This is an optimization exercise on Yosys and OpenROAD, whose aim is small area, not a production implementation.
Only simulation tests tie the RTL to the original design; equivalence was not proved.

**design/flow/run.sh**
```bash
#!/bin/bash
# synth_recipe.tcl (not shown) runs the flow's synth.tcl, then flattens the netlist and writes it again
# the make line also repeats each setting of config.mk as NAME=value (left out here)
make -C /OpenROAD-flow-scripts/flow DESIGN_CONFIG=/design/flow/config.mk WORK_HOME=/design/flow/orfs CLKGATE_MAP_FILE= SYNTH_SCRIPT=/design/flow/synth_recipe.tcl finish
```
**design/flow/config.mk**
```make
export PLATFORM = sky130hd
export DESIGN_NAME = sdfe_fgroup
export DESIGN_NICKNAME = sdfe_fgroup
export VERILOG_FILES = /design/flow/design.v
export SDC_FILE = /design/flow/constraint.sdc
export NUM_CORES = 4
export LEC_CHECK = 0
export CAP_MARGIN = 20
export CORE_MARGIN = 2
export CORE_UTILIZATION = 40
export PLACE_DENSITY = 0.6
export SLEW_MARGIN = 20
```
**design/flow/constraint.sdc**
```tcl
create_clock -name core_clock -period 20.0 [get_ports {clk}]
set_input_delay 4.0000 -clock core_clock [delete_from_list [all_inputs] [get_ports {clk}]]
set_output_delay 4.0000 -clock core_clock [all_outputs]
set_load 0.01 [all_outputs]
```
**design/flow/design.v**
```verilog
module sdfe_fgroup (
    input  wire         clk,
    input  wire         rst,         
    input  wire [1:0]   decim,       
    input  wire [63:0]  oc_lim,      
    input  wire         sd_valid,    
    input  wire [15:0]  sd_bits,     
    output reg          smp_valid,
    output reg  [255:0] smp_data,    
    output reg  [3:0]   oc_fault,
    output reg  [3:0]   sd_lost
);
    localparam W = 25;               
    reg [7:0] last_phase;            
    reg [3:0] shift;                 
    always @(*) begin
        case (decim)
            2'd1:    begin last_phase = 8'd63;  shift = 4'd2; end
            2'd2:    begin last_phase = 8'd127; shift = 4'd5; end
            default: begin last_phase = 8'd255; shift = 4'd8; end
        endcase
    end
    reg  [7:0] phase;
    wire       dec_now = sd_valid && (phase == last_phase);
    always @(posedge clk) begin
        if (rst)
            phase <= 8'd0;
        else if (sd_valid)
            phase <= dec_now ? 8'd0 : phase + 8'd1;
    end
    reg [W-1:0] int1 [0:15];
    reg [W-1:0] int2 [0:15];
    reg [W-1:0] int3 [0:15];
    reg [W-1:0] dly1 [0:15];
    reg [W-1:0] dly2 [0:15];
    reg [W-1:0] dly3 [0:15];
    reg [W-1:0] i1n [0:15];
    reg [W-1:0] i2n [0:15];
    reg [W-1:0] i3n [0:15];
    reg [W-1:0] c1  [0:15];
    reg [W-1:0] c2  [0:15];
    reg [W-1:0] c3  [0:15];
    reg [W-1:0] scaled [0:15];
    reg [15:0]  sample [0:15];
    reg [16:0]  mag    [0:15];
    reg [15:0]  over;
    integer c;
    always @(*) begin
        for (c = 0; c < 16; c = c + 1) begin
            i1n[c] = int1[c] + {{(W-1){1'b0}}, sd_bits[c]};
            i2n[c] = int2[c] + i1n[c];
            i3n[c] = int3[c] + i2n[c];
            c1[c]  = i3n[c] - dly1[c];
            c2[c]  = c1[c]  - dly2[c];
            c3[c]  = c2[c]  - dly3[c];
            scaled[c] = c3[c] >> shift;
            if (scaled[c] > 25'd65535)
                sample[c] = 16'h7fff;
            else
                sample[c] = {~scaled[c][15], scaled[c][14:0]};
            mag[c]  = sample[c][15] ? (17'd0 - {1'b1, sample[c]}) : {1'b0, sample[c]};
            over[c] = (oc_lim[16*(c/4) +: 16] != 16'd0) &&
                      (mag[c] > {1'b0, oc_lim[16*(c/4) +: 16]});
        end
    end
    always @(posedge clk) begin
        for (c = 0; c < 16; c = c + 1) begin
            if (rst) begin
                int1[c] <= {W{1'b0}};
                int2[c] <= {W{1'b0}};
                int3[c] <= {W{1'b0}};
                dly1[c] <= {W{1'b0}};
                dly2[c] <= {W{1'b0}};
                dly3[c] <= {W{1'b0}};
            end else if (sd_valid) begin
                int1[c] <= i1n[c];
                int2[c] <= i2n[c];
                int3[c] <= i3n[c];
                if (dec_now) begin
                    dly1[c] <= i3n[c];
                    dly2[c] <= c1[c];
                    dly3[c] <= c2[c];
                end
            end
        end
    end
    integer l;
    always @(posedge clk) begin
        if (rst) begin
            smp_valid <= 1'b0;
            smp_data  <= 256'd0;
            oc_fault  <= 4'd0;
        end else begin
            smp_valid <= dec_now;
            if (dec_now) begin
                for (c = 0; c < 16; c = c + 1)
                    smp_data[16*c +: 16] <= sample[c];
                for (l = 0; l < 4; l = l + 1)
                    if (|over[4*l +: 4])
                        oc_fault[l] <= 1'b1;
            end
        end
    end
    reg [15:0] prev_bit;
    reg [7:0]  run [0:15];
    reg [15:0] lost_now;
    always @(*) begin
        for (c = 0; c < 16; c = c + 1)
            lost_now[c] = sd_valid && (sd_bits[c] == prev_bit[c]) && (run[c] == 8'd127);
    end
    always @(posedge clk) begin
        if (rst) begin
            prev_bit <= 16'd0;
            sd_lost  <= 4'd0;
            for (c = 0; c < 16; c = c + 1)
                run[c] <= 8'd0;
        end else if (sd_valid) begin
            prev_bit <= sd_bits;
            for (c = 0; c < 16; c = c + 1) begin
                if (sd_bits[c] != prev_bit[c])
                    run[c] <= 8'd0;
                else if (run[c] != 8'd128)
                    run[c] <= run[c] + 8'd1;
            end
            for (l = 0; l < 4; l = l + 1)
                if (|lost_now[4*l +: 4])
                    sd_lost[l] <= 1'b1;
        end
    end
endmodule
```
==> impl_metrics.json <==
{
  "setup_tns_ns": 0,
  "final_common_cell": "nand2_1",
  "drtPass1Iterations": 6,
  "gp_congestion": 0.941,
  "cap_violations": 0,
  "grt_pass1_wl_mm": 1000,
  "hold_start": "smp_data[147]",
  "design_area_sq_um": 242000,
  "die_w_um": 745,
  "nets": 30701,
  "grt_max_degree": 211,
  "status": "no timing/DRC/antenna violations",
  "num_vias": 194037,
  "fin_skew_ns": 0.0685,
  "finalCritPeriodShare_pct": 92.4,
  "port_buffers": 349,
  "r2r-start": "int1[5][0]",
  "rsz0062_at_grt": "false",
  "worst_pin_slew_ns": 1.40,
  "post_cts_resize_count": 0,
  "synth_edf_count": 0,
  "clockBufferDepth": 4,
  "crit_arrival_ns": 19.33,
  "rows": 272,
  "ys_top_cells_by_area": "dfxtp_1 (26%), ha_1 (13%), nand2_1 (6.0%)",
  "yosysTopAreaCellShare_pct": 25.7,
  "insertion_delay_ns": 1.02,
  "placed_area_sq_um": 230000,
  "syn-cell-area_sq_um": 219000,
  "die_area_sq_um": 554000,
  "worstHoldPathCells": 2,
  "ys_warn_count": 17,
  "yosysSeqAreaShare_pct": 25.7,
  "synth_flop_cell": "dfxtp_1",
  "cts_tree": "yes",
  "ant_nets": 0,
  "postCtsSetupBuffers": 0,
  "root_buffer": "clkbuf_16",
  "cp_max_fo": 27,
  "slew_headroom_pct": 5.71,
  "synth-seq-cells": 2817,
  "critPathCaptureType": "flip-flop",
  "track_usage_pct": 22.3,
  "cts_num_sinks": 2817,
  "hold_buffers": 0,
  "ff2ff_path_depth": 69,
  "drt_iter0_markers": 15100,
  "routed_wl_mm": 648,
  "syn_to_final_growth_pct": 10.5,
  "startpoint_type": "input port",
  "syn_avg_cell_area_sq_um": 7.72,
  "grt_pass1_vias": 178168,
  "finalHoldViolCount": 0,
  "min_path_type": "reg -> reg",
  "ff2ff_setup_slack_ns": 4.76,
  "r2r-end": "oc_fault[1]",
  "path_clk_slew_ns": 0.06,
  "cpMaxStageDelayCell": "xor2_1",
  "final_cell_mix": "nand2_1 (3489), nor2_1 (3228), dfxtp_1 (2817)",
  "cts_inserted_buffers": 351,
  "drv_slew": 0,
  "synthArstFlopShare_pct": 0,
  "fmax_mhz": 54.1,
  "htreeDepth": 5,
  "avgViaCountPerCell": 5.42,
  "crit_type": "in -> reg",
  "antenna_found_initial": 48,
  "worstPathRequired_ns": 20.85,
  "pin_count": 350,
  "synth.distinct_cells": 112,
  "hpwlAfterDp_mm": 484,
  "gr-total-overflow": 0,
  "synth_nets": 30888,
  "drive_gt1_share_pct": 4.14,
  "cpPeakStageDelay_ns": 0.86,
  "min_delay_worst_endpoint": "smp_data[147]",
  "die_y_um": 745,
  "final-setup-viol-count": 0,
  "synthCells": 28413,
  "wl_per_cell_um": 18.1,
  "design.core.area_sq_um": 548000,
  "drcViolationCount": 0,
  "post-synth-top-area-cell": "dfxtp_1",
  "start_util_pct": 40.1,
  "period_minus_slack_ns": 18.48
}
==> metal layers <==
metal	GRT usage [%]	part of all wire, %
met5	0	0.029
met4	5.37	2.4
met3	4.51	7.7
met2	33.4	41
met1	32.4	49
==> worst max-delay path by stage <==
| stage | to | slack (ns) | cells past startpoint | start |
|---|---|---|---|---|
| 2_1_floorplan | oc_fault[1] | 3.81 | 69 | sd_bits[5] |
| 3_3_place_gp | oc_fault[3] | 1.12 | 67 | sd_bits[12] |
| 3_5_place_dp | oc_fault[1] | 0.85 | 70 | sd_bits[5] |
| 4_1_cts | oc_fault[1] | 1.87 | 70 | sd_bits[5] |
| 5_1_grt | oc_fault[1] | 0.51 | 70 | sd_bits[5] |
| 6_report | oc_fault[1] | 1.52 | 70 | sd_bits[5] |
==> Yosys cell counts (82+ instances only) <==
cell type / number
nand2_1: 3493
nor2_1: 3239
dfxtp_1: 2817
a21oi_1: 2541
ha_1: 2310
inv_1: 1996
xnor2_1: 1465
xor2_1: 1209
o21ai_0: 1104
clkbuf_1: 961
mux2i_1: 911
a21o_1: 650
a211oi_1: 513
nor3_1: 495
nand3_1: 451
o21a_1: 412
and3_1: 323
nor2b_1: 288
nand2b_1: 231
nand4_1: 221
o21bai_1: 210
a31oi_1: 168
or3_1: 156
a21boi_0: 137
and2_1: 137
a311oi_1: 127
buf_1: 119
o211ai_1: 101
nor4_1: 94
or2_2: 86
o31ai_1: 85
mux2_2: 82
==> through the flow <==
step	worst slack, ns	utilization, %	cells	hold slack (ns)
finish	1.52	44.3	35801	0.447
global route	0.511	44.3	35783	0.466
CTS	1.87	44.3	35776	0.450
detailed placement	0.853	42.0	35131	0.442
global placement	1.12	42.0	35131	0.432
floorplan	3.81	-	28413	0.432
==> layout make-up <==
type / instances / area, sq um
flip-flops and latches: 2817 / 56400
multi-input cells: 22491 / 151000
diodes: 22 / 55.1
fillers: 54811 / 305000
clock inverters: 142 / 2110
inverters: 2000 / 7540
clock buffers: 503 / 10400
well taps: 7261 / 9080
repair buffers: 565 / 5420
==> critical path, delay by kind of cell <==
family	cells	cell delay [ns]
adder cells (fa/ha/maj)	9	2.83
AND/OR/NAND/NOR	13	2.18
buffers and inverters	2	0.57
AO/OA/AOI/OAI	41	7.77
XOR/XNOR	5	1.97
==> flip-flops by register name, indices dropped and copies added, names as in the netlist, 8 cells and up <==
register / count
dly1: 400
dly2: 400
dly3: 400
int1: 400
int2: 400
int3: 400
smp_data: 256
run: 128
prev_bit: 16
phase: 8
==> kinds of logic (layout without fill, tap and decap cells) <==
family	Yosys count	count (layout)	share of synthesized area, %
simple gates	9468	9468	19.1
compound gates	6876	6876	19.8
buf+inv	3105	3210	5.33
flops	2817	2817	25.7
xor+xnor	2703	2703	11.0
fa+ha+maj	2390	2390	13.9
mux	1054	1054	5.20
other cells	0	22	0

-- re-timing with driven ports --
The results above use ideal ports. As a check the final layout listed here was re-extracted and re-timed, cells and wires unchanged.
Step 1, drivers: a clkbuf_16 drives clk and a buf_2 each remaining input, both assumed.
Step 2 moves the port delays by t, midway between the first and last clock arrival at a register: inputs arrive t later, outputs are due t later. That takes back most of the time a late clock gives input paths.
Slacks: ideal / step 1 / step 2; pairs: ideal / step 1.
t (ns): 1.117
setup WS [ns]: 1.516 / 1.607 / 0.490
clock arrival spread, ns: 0.074 / 0.074
worst register clock-pin slew, ns: 0.07 / 0.07
worst data-port slew with drivers (ns): 0.17
After both steps this run still meets setup and hold. The setup slack of this run moves by +0.091 ns with the drivers and by -1.026 ns with both steps.
